What follows belongs to an exercise in optimizing a design on an open flow for small area and a short achievable clock period; a production flow would make more cautious choices.
The RTL was checked by simulation tests, not by an equivalence proof against the original design.
Power and IR drop assume default switching activity.

`flow/run.sh`:
```
#!/bin/bash
# synth_recipe.tcl (not shown) runs the flow's synth.tcl, then flattens the netlist and writes it again
# the make line also repeats each setting of config.mk as NAME=value (left out here)
make -C /OpenROAD-flow-scripts/flow DESIGN_CONFIG=/design/flow/config.mk WORK_HOME=/design/flow/orfs CLKGATE_MAP_FILE= SYNTH_SCRIPT=/design/flow/synth_recipe.tcl finish
```
`flow/config.mk`:
```
export PLATFORM = sky130hd
export DESIGN_NAME = ae3240_ic
export DESIGN_NICKNAME = ae3240_ic
export VERILOG_FILES = /design/flow/design.v
export SDC_FILE = /design/flow/constraint.sdc
export NUM_CORES = 8
export LEC_CHECK = 0
export CAP_MARGIN = 20
export CORE_MARGIN = 2
export CORE_UTILIZATION = 25
export PLACE_DENSITY = 0.4
export SLEW_MARGIN = 20
```
`flow/constraint.sdc`:
```
create_clock -name core_clock -period 17.0 [get_ports {clk}]
set_input_delay 3.4000 -clock core_clock [delete_from_list [all_inputs] [get_ports {clk}]]
set_output_delay 3.4000 -clock core_clock [all_outputs]
set_load 0.01 [all_outputs]
```
`flow/design.v`:
```
module ae3240_ic (
    input  wire        clk,
    input  wire        rst,           
    input  wire [63:0] src_line,      
    input  wire        tick_us,       
    input  wire [4:0]  core_wfi,      
    input  wire [4:0]  core_entry,    
    input  wire        bus_en,
    input  wire        bus_we,
    input  wire [15:0] bus_addr,      
    input  wire [31:0] bus_wdata,
    output reg  [31:0] bus_rdata,
    output reg  [4:0]  irq,
    output reg  [4:0]  stk_fault
);
    localparam NSRC  = 64;
    localparam NCORE = 5;
    reg [3:0]  prio   [0:NSRC-1];
    reg [2:0]  target [0:NSRC-1];
    reg [7:0]  modv   [0:NSRC-1];
    reg [10:0] age    [0:NSRC-1];    
    reg [63:0] pend;
    reg [63:0] en;
    reg [63:0] line_q;
    reg [3:0]  thresh  [0:NCORE-1];
    reg [3:0]  curlvl  [0:NCORE-1];
    reg [3:0]  depth   [0:NCORE-1];
    reg [3:0]  entlvl  [0:NCORE-1];
    reg        nullf   [0:NCORE-1];
    reg [15:0] stkerr  [0:NCORE-1];
    reg [15:0] nullent [0:NCORE-1];
    reg [3:0]  stack   [0:NCORE-1][0:14];
    wire        wr = bus_en & bus_we;
    wire        rd = bus_en & ~bus_we;
    wire [3:0]  page = bus_addr[15:12];
    wire [9:0]  widx = bus_addr[11:2];
    wire        sel_src   = (page == 4'h0) && (widx < NSRC);
    wire        sel_pend0 = (page == 4'h1) && (widx == 10'd0);
    wire        sel_pend1 = (page == 4'h1) && (widx == 10'd1);
    wire        sel_en0   = (page == 4'h2) && (widx == 10'd0);
    wire        sel_en1   = (page == 4'h2) && (widx == 10'd1);
    wire        sel_line0 = (page == 4'h2) && (widx == 10'd8);
    wire        sel_line1 = (page == 4'h2) && (widx == 10'd9);
    wire        sel_core  = (page >= 4'h4) && (page <= 4'h8);
    wire [2:0]  core_idx  = page[2:0] - 3'd4;
    wire [5:0]  src_idx   = widx[5:0];
    wire [11:0] coff      = {widx, 2'b00};    
    reg        modok [0:NSRC-1];
    reg        elig  [0:NCORE-1][0:NSRC-1];
    reg [3:0]  node  [0:NCORE-1][0:2*NSRC-2];
    reg [3:0]  best  [0:NCORE-1];
    reg        any   [0:NCORE-1];
    integer s, c, m;
    always @* begin
        for (s = 0; s < NSRC; s = s + 1) begin
            if (modv[s] == 8'd0)
                modok[s] = 1'b1;
            else if (target[s] < NCORE && core_wfi[target[s]])
                modok[s] = 1'b1;
            else
                modok[s] = ({1'b0, age[s]} >= ({1'b0, modv[s], 3'b000} + 12'd1));
        end
        for (c = 0; c < NCORE; c = c + 1) begin
            for (s = 0; s < NSRC; s = s + 1) begin
                elig[c][s] = pend[s] && en[s] && (target[s] == c) &&
                             (prio[s] > thresh[c]) && (prio[s] > curlvl[c]) &&
                             modok[s];
                node[c][NSRC-1+s] = elig[c][s] ? prio[s] : 4'd0;
            end
            for (m = NSRC - 2; m >= 0; m = m - 1)
                node[c][m] = (node[c][2*m+1] > node[c][2*m+2]) ? node[c][2*m+1]
                                                                : node[c][2*m+2];
            best[c] = node[c][0];
            any[c]  = (node[c][0] != 4'd0);    
        end
    end
    reg [31:0] rdata_next;
    integer    k;
    always @* begin
        rdata_next = 32'd0;
        k = 0;
        if (sel_src)
            rdata_next = {16'd0, modv[src_idx], 1'b0, target[src_idx], prio[src_idx]};
        else if (sel_pend0) rdata_next = pend[31:0];
        else if (sel_pend1) rdata_next = pend[63:32];
        else if (sel_en0)   rdata_next = en[31:0];
        else if (sel_en1)   rdata_next = en[63:32];
        else if (sel_line0) rdata_next = src_line[31:0];
        else if (sel_line1) rdata_next = src_line[63:32];
        else if (sel_core) begin
            case (coff)
                12'h000: rdata_next = {28'd0, thresh[core_idx]};
                12'h004: rdata_next = {15'd0, nullf[core_idx], entlvl[core_idx], 3'd0,
                                       core_wfi[core_idx], depth[core_idx], curlvl[core_idx]};
                12'h00C: for (k = 0; k < 8; k = k + 1)
                             if (k < depth[core_idx]) rdata_next[4*k +: 4] = stack[core_idx][k];
                12'h010: for (k = 0; k < 7; k = k + 1)
                             if (k + 8 < depth[core_idx]) rdata_next[4*k +: 4] = stack[core_idx][k+8];
                12'h01C: rdata_next = {stkerr[core_idx], nullent[core_idx]};
                default: rdata_next = 32'd0;
            endcase
        end
    end
    wire [63:0] edges = src_line & ~line_q;
    reg  [63:0] pend_next;
    always @* begin
        pend_next = pend;
        if (wr && sel_pend0) pend_next[31:0]  = bus_wdata;
        if (wr && sel_pend1) pend_next[63:32] = bus_wdata;
        pend_next = pend_next | edges;
        pend_next[0] = 1'b0;             
    end
    integer i, j, n;
    always @(posedge clk) begin
        if (rst) begin
            pend      <= 64'd0;
            en        <= 64'd0;
            line_q    <= 64'd0;
            bus_rdata <= 32'd0;
            irq       <= 5'd0;
            stk_fault <= 5'd0;
            for (i = 0; i < NSRC; i = i + 1) begin
                prio[i]   <= 4'd0;
                target[i] <= 3'd0;
                modv[i]   <= 8'd0;
                age[i]    <= 11'd0;
            end
            for (j = 0; j < NCORE; j = j + 1) begin
                thresh[j]  <= 4'd0;
                curlvl[j]  <= 4'd0;
                depth[j]   <= 4'd0;
                entlvl[j]  <= 4'd0;
                nullf[j]   <= 1'b0;
                stkerr[j]  <= 16'd0;
                nullent[j] <= 16'd0;
                for (n = 0; n < 15; n = n + 1)
                    stack[j][n] <= 4'd0;
            end
        end else begin
            line_q <= src_line;
            pend   <= pend_next;
            if (rd)
                bus_rdata <= rdata_next;
            if (wr && sel_en0) en[31:0]  <= bus_wdata;
            if (wr && sel_en1) en[63:32] <= bus_wdata;
            for (i = 0; i < NSRC; i = i + 1) begin
                if (!pend[i])
                    age[i] <= 11'd0;
                else if (tick_us && age[i] != 11'h7FF)
                    age[i] <= age[i] + 11'd1;
                if (wr && sel_src && src_idx == i) begin
                    modv[i]   <= bus_wdata[15:8];
                    target[i] <= bus_wdata[6:4];
                    prio[i]   <= (i == 0) ? 4'd0 : bus_wdata[3:0];
                end
            end
            for (j = 0; j < NCORE; j = j + 1) begin
                irq[j]       <= any[j];
                stk_fault[j] <= 1'b0;
                if (wr && sel_core && core_idx == j && coff == 12'h000)
                    thresh[j] <= bus_wdata[3:0];
                if (core_entry[j]) begin
                    if (any[j]) begin
                        stack[j][depth[j]] <= curlvl[j];
                        depth[j]  <= depth[j] + 4'd1;
                        curlvl[j] <= best[j];
                        entlvl[j] <= best[j];
                        nullf[j]  <= 1'b0;
                    end else begin
                        nullf[j]   <= 1'b1;
                        nullent[j] <= nullent[j] + 16'd1;
                    end
                end else if (wr && sel_core && core_idx == j && coff == 12'h008) begin
                    if (depth[j] != 4'd0 && bus_wdata[3:0] == curlvl[j]) begin
                        curlvl[j] <= stack[j][depth[j] - 4'd1];
                        depth[j]  <= depth[j] - 4'd1;
                    end else begin
                        stkerr[j]    <= stkerr[j] + 16'd1;
                        stk_fault[j] <= 1'b1;
                    end
                end
                if (wr && sel_core && core_idx == j && coff == 12'h01C) begin
                    stkerr[j]  <= bus_wdata[31:16];
                    nullent[j] <= bus_wdata[15:0];
                end
            end
        end
    end
endmodule
```
==> summary.txt <==
CP startpoint kind - input port
Comb pwr share - 20.2%
Peak supply drop - 85.33 uV
TritonCTS clock tree - yes
CTS clk-pin slew, worst paths - 0.05 ns
Row count - 380
Post-route setup slack - 0.7117 ns
Initial drt markers - 34630
Crit-path max cell delay - 0.97 ns
Final layout net count - 39720
Max Cap Viol - 0
Overall Power - 0.01725 W
Pwr Density - 54.30 nW/um^2
Clk pwr share - 43.7%
Sink Count - 2510
Endpoints failing setup - 0
Unrepaired setup endpoints after global routing - false
Share of the synthesized area in the top cell type - 20.07%
Ranking of synthesized cells by area - ha_1 (20%), dfxtp_1 (16%), nand2_1 (6.6%), mux4_2 (5.8%), a21oi_1 (5.2%)
Clock Skews - 0.1302 ns
Drt first pass iters - 7
CP arrival - 17.20 ns
DR WL/cell - 35.61 um
Max Freq - 0.06139 GHz
LEAKAGE - 125.8 nW
Starting Density - 25.03%
I/O pin cnt - 169
Sequential share of power - 36.1%
Max Slew Vio Count - 0
Ys flop type - dfxtp_1
Max clock buf depth - 4
Final min period - 16.29 ns
Max_slew headroom - 7.145%
Share of cells above drive strength 1 - 14.01%
Placement Setup Slack - -0.6643 ns
WHS - 0.4562 ns
Worst min-delay path class - flop to flop
Final GP Congestion - 1.084
Status - complete, no violations
Synthesized area per cell - 7.999 um^2
Via density - 5.841
HPWL after DPL - 1430000 um
Layout area overhead - 18.73%
Root Driver - clkbuf_16
EDFF count, synth - 384
Core area - 1069000 um^2
Slew @ Worst Pin - 1.393 ns
CTS Hold Bufs - 0
Crit-path slowest cell - a211oi_1
Max FO, Critical Path - 19
Seq/Total Area, Yosys - 20.22%
Post-DRT Antenna Nets - 0
Top cell type by total area after synthesis - ha_1
Syn. warnings - 17
Vias after detailed routing - 291200
Routed WL - 1775000 um
Worst Setup End Kind - flop
P_int - 0.01141 W
Full die area - 1078000 um^2
TritonCTS buffer count - 338
Most used cell, CP - buf_4
Skew-Pair Late Insertion Delay - 1.13 ns
Die span in x - 1038 um
Setup CP Type - input port to flop
Worst Path Required - 17.91 ns
# DRC - 0
#FFs+latches synth - 2510
Final Hold Fails - 0
Mapped Cells - 33450
CTS H-tree lvls - 5
Fin crit share - 95.81%
FFs w/ async S/R, synth - 0%
Die Y - 1038 um
Global-route wire length before repair - 2344000 um
Vias in the first global route - 267000
Post-synth cell types - 137
Initial antenna violation count - 314
Switching power total - 0.005832 W
GRT overflow - 0
Synth Cell Area - 267500 um^2
GR Util All Layers - 31.35%
Sw Ratio - 33.82%
IO Port Bufs - 166
Largest net degree at the start of global routing - 184
==> power groups by stage <==
stage	combinational, W	clock, W	sequential (W)
3_3_place_gp	0.00334	0	0.00634
3_5_place_dp	0.00335	0	0.00635
2_1_floorplan	0.00181	0	0.00627
4_1_cts	0.00336	0.00761	0.00622
6_report	0.00348	0.00754	0.00623
5_1_grt	0.00349	0.00781	0.00622
==> metal layers <==
| metal | GRT usage (%) | vias up | share of wire, % |
|---|---|---|---|
| li1 | - | 128400 | - |
| met1 | 40.01 | 144600 | 41 |
| met2 | 46.64 | 14710 | 42 |
| met3 | 7.055 | 3336 | 9.1 |
| met4 | 22.25 | 116 | 8.5 |
| met5 | 0 | - | 0.044 |
==> cell usage in the layout, fill, tap and decap left out, drive strengths merged, types with 921 or more instances in the layout <==
cell   count
nand2   4691
ha      4292
buf     2805
a21oi   2759
nor2    2273
dfxtp   2126
inv     1975
o21ai   1383
nand3    993
nand4    921
==> sequential cells by signal (all words and copies together), names as in the netlist, 32 cells and up <==
signal     flops
age          693
modv         512
stkerr        80
stack        384
en            64
target       192
bus_rdata     32
nullent       80
pend          63
line_q        63
prio         252
==> what timing repair did <==
| item | 4_1_cts | 5_1_grt |
|---|---|---|
| setup endpoints to repair | 0 | 381 |
| setup buffers | 0 | 1 |
| gates resized for setup | 0 | 13 |
==> layout make-up <==
type	count	area (um^2)
fill	113400	751200
sequential	2510	54170
inverter	1963	7522
clock buffer	472	9564
timing repair buffer	2946	24400
tap	14130	17680
antenna	156	390.4
multi-input combinational	27530	202300
clock inverter	142	1634
==> cell families after synthesis <==
group | after synthesis | share of synthesized area (%)
AND/OR/NAND/NOR | 12670 | 23.05
AO/OA/AOI/OAI | 8217 | 19.99
adder cells (fa/ha/maj) | 4320 | 20.21
buffers and inverters | 3436 | 4.870
flip-flops | 2510 | 20.22
multiplexers | 1680 | 9.634
XOR/XNOR | 618 | 2.023
other | 1 | 0.001402
==> Yosys cell counts, types with 225 or more instances <==
master and number:
a211oi_1 299, a21o_1 255, a21oi_1 2754, a22oi_1 401, a31oi_1 367, and2_1 380
and3_1 378, clkbuf_1 1235, dfxtp_1 2126, edfxtp_1 384, ha_1 4292, inv_1 1950
mux2_2 265, mux2i_1 722, mux4_2 686, nand2_1 4688, nand2b_1 384, nand3_1 993
nand4_1 921, nor2_1 2268, nor2b_1 708, nor3_1 525, nor4_1 331, o211ai_1 225
o21a_1 509, o21ai_0 1332, or3_1 260, xor2_1 404
==> final timing paths <==
| kind | end | depth (start not counted) | slack (ns) | startpoint |
|---|---|---|---|---|
| hold / removal | entlvl[2][0]$_SDFFE_PP0N_ | 2 | 0.46 | entlvl[2][0]$_SDFFE_PP0N_ |
| setup / recovery | stack[38][2]$_DFFE_PP_ | 61 | 0.71 | core_wfi[4] |
| setup reg to reg | stack[13][1]$_DFFE_PP_ | 61 | 1.84 | curlvl[0][3]$_SDFFE_PP0P_ |
| hold reg to reg | entlvl[2][0]$_SDFFE_PP0N_ | 2 | 0.46 | entlvl[2][0]$_SDFFE_PP0N_ |
==> through the flow <==
stage | instances | setup TNS (ns) | utilization [%] | instance area, um^2
after CTS | 49690 | 0 | 29.65 | 317000
after detailed placement | 49070 | -91.91 | 28.61 | 305800
final | 49860 | 0 | 29.72 | 317600
after global placement | 49070 | -157.39 | 28.60 | 305600
after global routing | 49730 | 0 | 29.69 | 317300
after floorplan | 33480 | 0 | - | 267600
==> worst max-delay path: cells and delay by family <==
family	cells	cell delay, ns
fa+ha+maj	5	1.35
buf+inv	10	1.74
simple gates	19	3.12
mux	1	0.37
compound gates	26	6.95

separate check: timing with driven ports:
In the flow no input, the clock included, has a driving cell. The finished layout below was timed again as built, in two steps.
Step 1: set_driving_cell puts a clkbuf_16 on clk and a buf_2 on each other input, an assumption about the parent block.
Step 2 times the ports against the registers' clock, not the clock port: input delays grow and output delays shrink by t, the midpoint of the rising clock arrivals with the driver on.
Three values: ideal ports, drivers, drivers and shift; two values: the first two.
t, ns: 1.208
slack for setup (ns): 0.712 / 0.828 / -0.379
latest minus earliest clock arrival (ns): 0.133 / 0.133
pins driven straight from the clock port: 1
Met with ideal ports but missed after step 2: setup timing in this run. The setup slack of this run moves by +0.116 ns with the drivers and by -1.091 ns with both steps.
